What follows belongs to an exercise in optimizing a design on an open flow for small area, a short achievable clock period and few clock cycles per item; a production flow would make more cautious choices. At most, simulation tests tie the RTL to the original design; equivalence was not proved.

Setup of job 1149:
// aes_core
module aes_core (
    input  wire         clk,
    input  wire         rst,          
    input  wire         key_load,     
    input  wire         key_len256,   
    input  wire [255:0] key_in,
    input  wire         start,        
    input  wire         decrypt,      
    input  wire [127:0] din,
    output wire         ready,
    output reg          done,         
    output wire [127:0] dout
);
Size in the first run: about 11000 cells after synthesis.
clock: 12.0 ns
lec_check: 0
cap_margin: 30
core_margin: 2
core_utilization: 50
cts_cluster_diameter: 60
cts_cluster_size: 30
gpl_routability_driven: 0
slew_margin: 30
standard.sh (not shown) runs the stock make flow with config.mk's settings and CLKGATE_MAP_FILE= SYNTH_SCRIPT=/design/flow/synth_recipe.tcl, a recipe that flattens the netlist after the stock synthesis.
==> flow/flow/run.sh <==
#!/bin/bash
# Layout flow: the standard flow (standard synthesis, floorplan, placement,
# CTS, routing) unchanged, except that timing repair aims for a setup slack of
# SETUP_SLACK_MARGIN ns (from flow/margin) instead of 0 against the 12 ns clock,
# so that the tools size and buffer the design for a shorter period.
set -euo pipefail
MARGIN=$(cat flow/margin)
echo "setup margin $MARGIN" > run.log
bash standard.sh SETUP_SLACK_MARGIN="$MARGIN" finish > standard.log 2>&1
echo "done" >> run.log
==> flow/flow/margin <==
8
Job 1149 finished end to end and its layout was clean on timing, DRC and antenna.
Testbench counts of job 1149, summed over its fixed seeds: cycles 10,301, blocks 768.
Modified inputs, job 307 compared to job 1149
- SLEW_MARGIN: 30 -> 20
- CTS_CLUSTER_DIAMETER: 60 -> unset
- GPL_ROUTABILITY_DRIVEN: 0 -> unset
- CTS_CLUSTER_SIZE: 30 -> unset
- CAP_MARGIN: 30 -> 20
==> comparison <==
Job 307 vs job 1149, time the worst path needs with I/O delays and setup went up by 0.013 ns.
In job 307 the critical path depth turned out 3 lower than in job 1149.
Final hold violation count came out exactly the same in job 307 and job 1149.
Number of placed cells counting well taps delta (job 307 -> job 1149): insignificant
Of job 307 and job 1149, job 307 shows the higher wire length on met1, with job 1149 below it.
Compared job 307 vs job 1149, and met3 layer usage reported by global route is down in job 307.
Looking at count of clock-buffer cells in the layout, job 307 sits 93 above job 1149.
Between job 1149 and job 307, required arrival time at the worst endpoint decreased.
Inputs modified between job 307 and job 2552:
- setting CELL_PAD_IN_SITES_GLOBAL_PLACEMENT to 0 for the first time
- changing CAP_MARGIN from 20 to 30
- changing SLEW_MARGIN from 20 to 30
- setting CELL_PAD_IN_SITES_DETAIL_PLACEMENT to 0 for the first time
==> results.txt <==
- Taking job 307 as the reference, in job 2552 number of DRC violations after detailed-routing iteration 0 held.
- Sum of routed wire length over all layers of job 307 is on par with job 2552.
- Between job 2552 and job 307, the difference in growth of design area from synthesis to finish is negligible.
Edits applied to the flow inputs when going from job 2552 to job 3750:
- PLACE_DENSITY now 0.65, previously not set
- CELL_PAD_IN_SITES_DETAIL_PLACEMENT no longer set, was 0
- CELL_PAD_IN_SITES_GLOBAL_PLACEMENT no longer set, was 0
- GPL_ROUTABILITY_DRIVEN now 0, previously not set
### Flow results
- Taking job 2552 as the reference, in job 3750 post-route DRC violation count flat, cell area after layout decreased 880 sq um, later-pin clock latency in the skew report barely changed, hold slack closely matched the old numbers, number of clock buffer instances in the layout now larger.
- Via count was lower in the run labelled job 2552.
- For net count of the finished layout, job 2552 and job 3750 come out practically identical.
- Measured against each other, job 2552 and job 3750 differ in global-route usage, the higher figure coming from job 2552.
- Of the two values seen for startpoint of the worst setup timing path, w1[85] was produced by job 3750 and m1[168] by job 2552.
- Against job 2552, job 3750 comes in 0.41 points lower on utilization.
- Sequential share of cell area on job 3750 is up relative to job 2552.

aes_core, a different RTL version from the one above (not shown whole).
Size in the first run: ~11000 cells after synthesis, roughly 1800 flip-flops, about 0.11 mm² of cells after synthesis.
Settings: LEC_CHECK=0, CAP_MARGIN=30, CORE_MARGIN=2, CORE_UTILIZATION=30, SLEW_MARGIN=30; clock period 12.0 ns.
Scripts as last shown in full above: flow/flow/run.sh, flow/flow/margin
The baseline finished clean.
Testbench counts at the start, summed over its fixed seeds: cycles 10,301, blocks 768.
==> next run, changes <==
==> flow/flow/run.sh (replaced) <==
#!/bin/bash
# Layout flow: the standard flow (standard.sh), with two changes:
# - synthesis is the standard flow's synthesis script unchanged except that ABC maps the
#   logic with flow/abc.script and a delay target of flow/abc_d ps (the
#   registers, mapped before ABC, are the standard synthesis's);
# - timing repair aims for a setup slack of flow/margin ns instead of 0.
set -euo pipefail
MARGIN=$(cat flow/margin)
ABC_D=$(cat flow/abc_d)
HERE=$(pwd)
{
  echo "proc abc {args} {"
  echo "  set out {}"
  echo "  set skip 0"
  echo "  foreach a \$args {"
  echo "    if {\$skip} { set skip 0; continue }"
  echo "    if {\$a eq \"-script\" || \$a eq \"-D\"} { set skip 1; continue }"
  echo "    lappend out \$a"
  echo "  }"
  echo "  puts \"own abc mapping: flow/abc.script -D $ABC_D\""
  echo "  yosys abc -script $HERE/flow/abc.script -D $ABC_D {*}\$out"
  echo "}"
  cat synth_recipe.tcl
} > my_synth.tcl
echo "setup margin $MARGIN, abc delay $ABC_D" > run.log
bash standard.sh SYNTH_SCRIPT="$HERE/my_synth.tcl" SETUP_SLACK_MARGIN="$MARGIN" finish > standard.log 2>&1
echo "done" >> run.log
==> flow/flow/abc.script (new file) <==
strash
&get -n
&fraig -x
&put
scorr
dc2
strash
&get -n
&dch -f
&nf {D}
&put
buffer -c
topo
stime -c
upsize {D} -c
dnsize {D} -c
==> flow/flow/abc_d (new file) <==
3500
=>
- The new run completed with no timing, DRC or antenna violations
- first-iteration DRC count decreases by roughly a tenth
- via count decreases by a few percent
- fmax decreases by a few percent
- global-route usage decreases by 0.87 points
- worst setup slack is worse by 170 ps

Another version of the RTL of aes_core (not shown whole).
Size: ~520 I/O pins.
clock: 12.0 ns
lec_check: 0
cap_margin: 30
core_margin: 2
core_utilization: 50
gpl_routability_driven: 0
slew_margin: 30
==> flow/flow/run.sh <==
#!/bin/bash
# Layout flow: the standard flow (standard synthesis, floorplan, placement,
# CTS, routing) unchanged, except that timing repair aims for a setup slack of
# SETUP_SLACK_MARGIN ns (from flow/margin) instead of 0 against the 12 ns clock,
# so that the tools size and buffer the design for a shorter period.
set -euo pipefail
MARGIN=$(cat flow/margin)
echo "setup margin $MARGIN" > run.log
bash standard.sh SETUP_SLACK_MARGIN="$MARGIN" finish > standard.log 2>&1
echo "done" >> run.log
Scripts as last shown in full above: flow/flow/margin
==> next run, changes <==
Settings changed: GPL_ROUTABILITY_DRIVEN 0 to default.
Result:
- via count came out lower by 2.3%
- fmax is higher by 4.6%
No functional check of the RTL was part of any run of this note.

## the reference run
aes_core, a different RTL version from the one above (not shown whole).
Size in the first run: ~11000 cells after synthesis, roughly 1800 flip-flops, about 520 I/O pins.
// aes_core
module aes_core (
    input  wire         clk,
    input  wire         rst,          
    input  wire         key_load,     
    input  wire         key_len256,   
    input  wire [255:0] key_in,
    input  wire         start,        
    input  wire         decrypt,      
    input  wire [127:0] din,
    output wire         ready,
    output reg          done,         
    output wire [127:0] dout
);
    localparam integer SW = 18;       
    localparam integer KW = 18;       
    function automatic [7:0] xtime(input [7:0] b);
        xtime = {b[6:0], 1'b0} ^ (b[7] ? 8'h1b : 8'h00);
    endfunction
    function automatic [31:0] mix_col(input [31:0] c);
        reg [7:0] a0, a1, a2, a3, t;
        begin
            a0 = c[31:24]; a1 = c[23:16]; a2 = c[15:8]; a3 = c[7:0];
            t = a0 ^ a1 ^ a2 ^ a3;
            mix_col[31:24] = a0 ^ t ^ xtime(a0 ^ a1);
            mix_col[23:16] = a1 ^ t ^ xtime(a1 ^ a2);
            mix_col[15:8]  = a2 ^ t ^ xtime(a2 ^ a3);
            mix_col[7:0]   = a3 ^ t ^ xtime(a3 ^ a0);
        end
    endfunction
  ...
clock: 12.0 ns
lec_check: 0
cap_margin: 30
core_margin: 2
core_utilization: 50
slew_margin: 30
==> flow/flow/margin <==
8.5
Scripts as last shown in full above: flow/flow/run.sh
Every stage of the flow completed for the reference run, and the final layout passed the timing, DRC and antenna checks.
Changes in the trial run relative to the reference run:
# the reference run
export LEC_CHECK = 0
export CAP_MARGIN = 30
export CORE_MARGIN = 2
export CORE_UTILIZATION = 50
export SLEW_MARGIN = 30
create_clock -name core_clock -period 12.0 [get_ports {clk}]
# the trial run
export LEC_CHECK = 0
export CAP_MARGIN = 30
export CORE_MARGIN = 2
export CORE_UTILIZATION = 65
export SLEW_MARGIN = 30
create_clock -name core_clock -period 12.0 [get_ports {clk}]
==> flow/flow/margin <==
8
==> results.txt <==
Relative to the reference run, total placed instance area decreased by about 3% in the trial run.
Wire: the trial run routes less than the reference run
Summary of the trial run over the reference run: length of routed wiring on met1 saw a decrease; setup slack saw a decrease.
NOTE final-layout clock buffer total the reference run->the trial run decreased by a few percent
Changes observed in the trial run relative to the reference run: highest cell delay on the worst timing path rose by 0.20 ns; XOR/XNOR share of the synthesized area has remained practically unchanged.
Function was not checked in any run of this note: the RTL went through the layout flow alone.

## indigo
aes_core with an RTL version that a note above also has.
Size in the first run: about 1800 flip-flops.
// aes_core
module aes_core (
    input  wire         clk,
    input  wire         rst,          
    input  wire         key_load,     
    input  wire         key_len256,   
    input  wire [255:0] key_in,
    input  wire         start,        
    input  wire         decrypt,      
    input  wire [127:0] din,
    output wire         ready,
    output reg          done,         
    output wire [127:0] dout
);
    localparam integer SW = 18;       
    localparam integer KW = 18;       
    function automatic [7:0] xtime(input [7:0] b);
        xtime = {b[6:0], 1'b0} ^ (b[7] ? 8'h1b : 8'h00);
    endfunction
    function automatic [31:0] mix_col_k(input [31:0] c, input [31:0] k);
        reg [7:0] a0, a1, a2, a3, t;
        begin
            a0 = c[31:24]; a1 = c[23:16]; a2 = c[15:8]; a3 = c[7:0];
            t = a0 ^ a1 ^ a2 ^ a3;
            mix_col_k[31:24] = (a0 ^ k[31:24]) ^ t ^ xtime(a0 ^ a1);
            mix_col_k[23:16] = (a1 ^ k[23:16]) ^ t ^ xtime(a1 ^ a2);
            mix_col_k[15:8]  = (a2 ^ k[15:8])  ^ t ^ xtime(a2 ^ a3);
            mix_col_k[7:0]   = (a3 ^ k[7:0])   ^ t ^ xtime(a3 ^ a0);
        end
    endfunction
  ...
clock: 12.0 ns
lec_check: 0
cap_margin: 30
core_margin: 2
core_utilization: 50
gpl_routability_driven: 0
slew_margin: 30
==> flow/flow/margin <==
8
Scripts as last shown in full above: flow/flow/run.sh
indigo was carried through to the last stage, and its layout satisfied the timing, DRC and antenna checks.
Testbench counts of indigo, summed over its fixed seeds: cycles 10,301, blocks 768.
#### Input delta (zinc over indigo)
- removing GPL_ROUTABILITY_DRIVEN (formerly 0)
--- outcome ---
indigo reached the end of the flow, and the finished layout is clean on the timing, DRC and antenna checks. zinc finished all stages; the layout is clean. There was hardly any difference in final worst hold slack between zinc and indigo. Summary of zinc over indigo: number of buffer and inverter instances along the worst setup path now smaller, number of iterations in the first detailed-routing pass now smaller, pre-CTS setup slack now smaller, tapcell count comparable.
### zinc -> xenon
diff --git a/flow/flow/run.sh b/flow/flow/run.sh
--- a/flow/flow/run.sh
+++ b/flow/flow/run.sh
@@ -9 +9 @@
-bash standard.sh SETUP_SLACK_MARGIN="$MARGIN" finish > standard.log 2>&1
+bash standard.sh SETUP_SLACK_MARGIN="$MARGIN" RECOVER_POWER=50 finish > standard.log 2>&1
Notes after the runs:
xenon finished all stages; however, its layout fails the closing checks, the failures being capacitance limit, slew limit.
Between zinc and xenon, number of buffer and inverter stages on the critical path increased.
Of xenon and zinc, the run reporting the higher critical path's largest stage delay was xenon.
Diff zinc..xenon | first-pass GRT wire length | unchanged
m1[168] as the startpoint of the most critical setup path was reported by zinc, and l1 by xenon.
Comparing xenon and zinc, the lower CTS clock-pin slew for the worst setup and hold paths was measured on zinc.
Status: total routing resource utilization after global routing parity (zinc, xenon)
[compare] base=zinc new=xenon: share of synthesized cell area in full adder, half adder and majority cells flat, count of cells along the worst register-to-register path down 8, combined area of the multi-input logic cells flat.
NOTE design area zinc->xenon decreased slightly
Final hold slack was higher in the run labelled xenon.
Routed wire length per instance essentially unchanged between xenon and zinc.
Changes in harbor relative to xenon:
- an added TNS_END_PERCENT of 10
diff --git a/flow/flow/run.sh b/flow/flow/run.sh
--- a/flow/flow/run.sh
+++ b/flow/flow/run.sh
@@ -9 +9 @@
-bash standard.sh SETUP_SLACK_MARGIN="$MARGIN" RECOVER_POWER=50 finish > standard.log 2>&1
+bash standard.sh SETUP_SLACK_MARGIN="$MARGIN" finish > standard.log 2>&1
==> flow/flow/margin <==
9
--- outcome ---
Fraction of area in multi-input gates: harbor vs xenon — no meaningful difference
In xenon the implementation completed, yet the final layout does not meet the checks, the culprit being capacitance limit, slew limit.
Per the final summary, harbor finished and its layout is clean on timing, DRC and antenna.
Measured against each other, harbor and xenon differ in worst hold slack, the higher figure coming from harbor.
From xenon to harbor the numbers moved as follows: number of setup buffers added after CTS up 24%; final cell count saw an increase; routed via count went up 3.1%; cell count after placement roughly the same.
> inputs changed (harbor -> lagoon)
- setting CTS_CLUSTER_DIAMETER to 50 for the first time
- setting CTS_CLUSTER_SIZE to 40 for the first time
- setting GPL_ROUTABILITY_DRIVEN to 0 for the first time
- removing TNS_END_PERCENT (formerly 10)
==> flow/flow/margin <==
8
### Flow results
Taking harbor as the reference point, the post-layout minimum cycle time of lagoon falls by 130 ps. Summary — number of non-clock buffers in the layout, lagoon relative to harbor: lower, by about 20%. Start point of the critical path = m1[122]: lagoon; start point of the critical path = km1[33]: harbor. The higher sequential share of layout area came out of lagoon. Multi-input logic cell count across lagoon and harbor: no real change. For the global-route usage, lagoon came in 2.4 points lower than harbor did. What harbor reported for aggregate routed wire length has to be multiplied by 0.939 to get the figure for lagoon.

aes_core, a different RTL version from the one above (not shown whole).
Size: roughly 13000 cells after synthesis, about 120000 sq um of cells after synthesis.
Settings: LEC_CHECK=0, CAP_MARGIN=20, CORE_MARGIN=2, CORE_UTILIZATION=30, SETUP_SLACK_MARGIN=5, SLEW_MARGIN=20; clock period 12.0 ns.
run.sh (not shown) runs the stock make flow with config.mk's settings and CLKGATE_MAP_FILE= SYNTH_SCRIPT=/design/flow/synth_recipe.tcl, a recipe that flattens the netlist after the stock synthesis.
Stock flow here: none of the scripts above is used.
The first run finished with timing, DRC and antenna clean.
Next try:
--- a/flow/config.mk
+++ b/flow/config.mk
@@ -10,3 +10,2 @@
 export CORE_UTILIZATION = 30
-export SETUP_SLACK_MARGIN = 5
 export SLEW_MARGIN = 20
What happened:
- The changed run produced a clean layout
- final area drops by about 0.6%
- register-to-register slack gets worse by 0.81 ns
- hold slack gets worse by 0.021 ns
- setup slack is worse by 0.81 ns
Function was not checked in any run of this note: the RTL went through the layout flow alone.

## job 103
aes_core, a different RTL version from the one above (not shown whole).
Size: about 11,000 cells after synthesis, about 520 I/O pins.
clock: 12.0 ns
lec_check: 0
cap_margin: 30
core_margin: 2
core_utilization: 40
slew_margin: 30
standard.sh (not shown) runs the stock make flow with config.mk's settings and CLKGATE_MAP_FILE= SYNTH_SCRIPT=/design/flow/synth_recipe.tcl, a recipe that flattens the netlist after the stock synthesis.
==> flow/flow/run.sh <==
#!/bin/bash
# Layout flow: the standard flow (standard synthesis, floorplan, placement,
# CTS, routing) unchanged, except that timing repair aims for a setup slack of
# SETUP_SLACK_MARGIN ns (from flow/margin) instead of 0 against the 12 ns clock,
# so that the tools size and buffer the design for a shorter period.
set -euo pipefail
MARGIN=$(cat flow/margin)
echo "setup margin $MARGIN" > run.log
bash standard.sh SETUP_SLACK_MARGIN="$MARGIN" finish > standard.log 2>&1
echo "done" >> run.log
==> flow/flow/margin <==
8
Testbench counts of job 103, summed over its fixed seeds: cycles 10,301, blocks 768.
Edits applied to the flow inputs when going from job 103 to job 105:
- CORE_UTILIZATION: 40 -> 50
==> flow/flow/margin <==
8.5
==> results.txt <==
Job 105 reached the final stage; the timing, DRC and antenna checks on its layout passed. Relative to job 103, final area has increased by 14% in job 105. In the tables for job 105 and job 103, die area reads higher with job 103. Job 105 against job 103; amount of wire on met2 after detailed routing is up by a little under 10%.

==> port drivers added, routing unchanged <==
Ports are ideal in the flow. The routed layouts listed here were re-timed in OpenROAD. Step 1 assumes that a clkbuf_16 drives the clock port and a buf_2 every other input. Step 2 adds t to the input delays and takes it off the output delays; t is the mean of the earliest and latest rising clock arrival at the registers after step 1. Input paths then give back, and output paths get back, about the clock's delay inside the block. Three values: no drivers, after step 1, after step 2; two values: the first two.
run | t, ns | slack for setup (ns) | hold slack, ns | slew at the worst register clock pin (ns) | cell pins on the clock port's net
job 1149 | 0.948 | 7.796 / 7.796 / 7.124 | 0.312 / 0.312 / 0.312 | 0.11 / 0.11 | 1
job 307 | 0.936 | 7.783 / 7.783 / 7.102 | 0.311 / 0.311 / 0.311 | 0.08 / 0.08 | 1
job 2552 | 0.962 | 7.803 / 7.803 / 7.148 | 0.305 / 0.305 / 0.305 | 0.08 / 0.08 | 1
job 3750 | 0.970 | 7.612 / 7.612 / 7.024 | 0.302 / 0.302 / 0.302 | 0.07 / 0.07 | 1
the first run of note 2 | 0.989 | 7.585 / 7.585 / 7.076 | 0.286 / 0.286 / 0.286 | 0.08 / 0.08 | 1
the second run of note 2 | 0.994 | 7.414 / 7.414 / 7.043 | 0.288 / 0.288 / 0.288 | 0.07 / 0.07 | 1
the first run of note 3 | 0.965 | 7.466 / 7.466 / 7.126 | 0.307 / 0.307 / 0.307 | 0.07 / 0.07 | 1
the second run of note 3 | 0.979 | 7.665 / 7.665 / 7.085 | 0.288 / 0.288 / 0.288 | 0.07 / 0.07 | 1
the reference run | 0.992 | 7.561 / 7.561 / 7.561 | 0.296 / 0.296 / 0.296 | 0.07 / 0.07 | 1
the trial run | 0.984 | 7.246 / 7.246 / 7.012 | 0.319 / 0.319 / 0.319 | 0.09 / 0.09 | 1
indigo | 0.961 | 7.843 / 7.843 / 7.066 | 0.307 / 0.307 / 0.307 | 0.07 / 0.07 | 1
zinc | 0.962 | 7.803 / 7.803 / 7.148 | 0.305 / 0.305 / 0.305 | 0.08 / 0.08 | 1
xenon | 0.963 | 4.390 / 4.390 / 4.183 | 0.308 / 0.308 / 0.308 | 0.08 / 0.08 | 1
harbor | 0.960 | 7.634 / 7.634 / 6.970 | 0.321 / 0.321 / 0.321 | 0.07 / 0.07 | 1
lagoon | 0.976 | 7.763 / 7.763 / 6.917 | 0.295 / 0.295 / 0.295 | 0.08 / 0.08 | 1
the first run of note 6 | 1.006 | 4.915 / 4.915 / 4.915 | 0.300 / 0.300 / 0.300 | 0.08 / 0.08 | 1
the second run of note 6 | 1.022 | 4.109 / 4.109 / 4.109 | 0.279 / 0.279 / 0.279 | 0.07 / 0.07 | 1
job 103 | 1.022 | 7.872 / 7.872 / 7.186 | 0.288 / 0.288 / 0.288 | 0.07 / 0.07 | 1
job 105 | 0.993 | 7.768 / 7.768 / 7.496 | 0.302 / 0.302 / 0.302 | 0.08 / 0.08 | 1
The setup slack of lagoon, which loses most, moves by 0.000 ns with the drivers and by -0.846 ns with both steps.
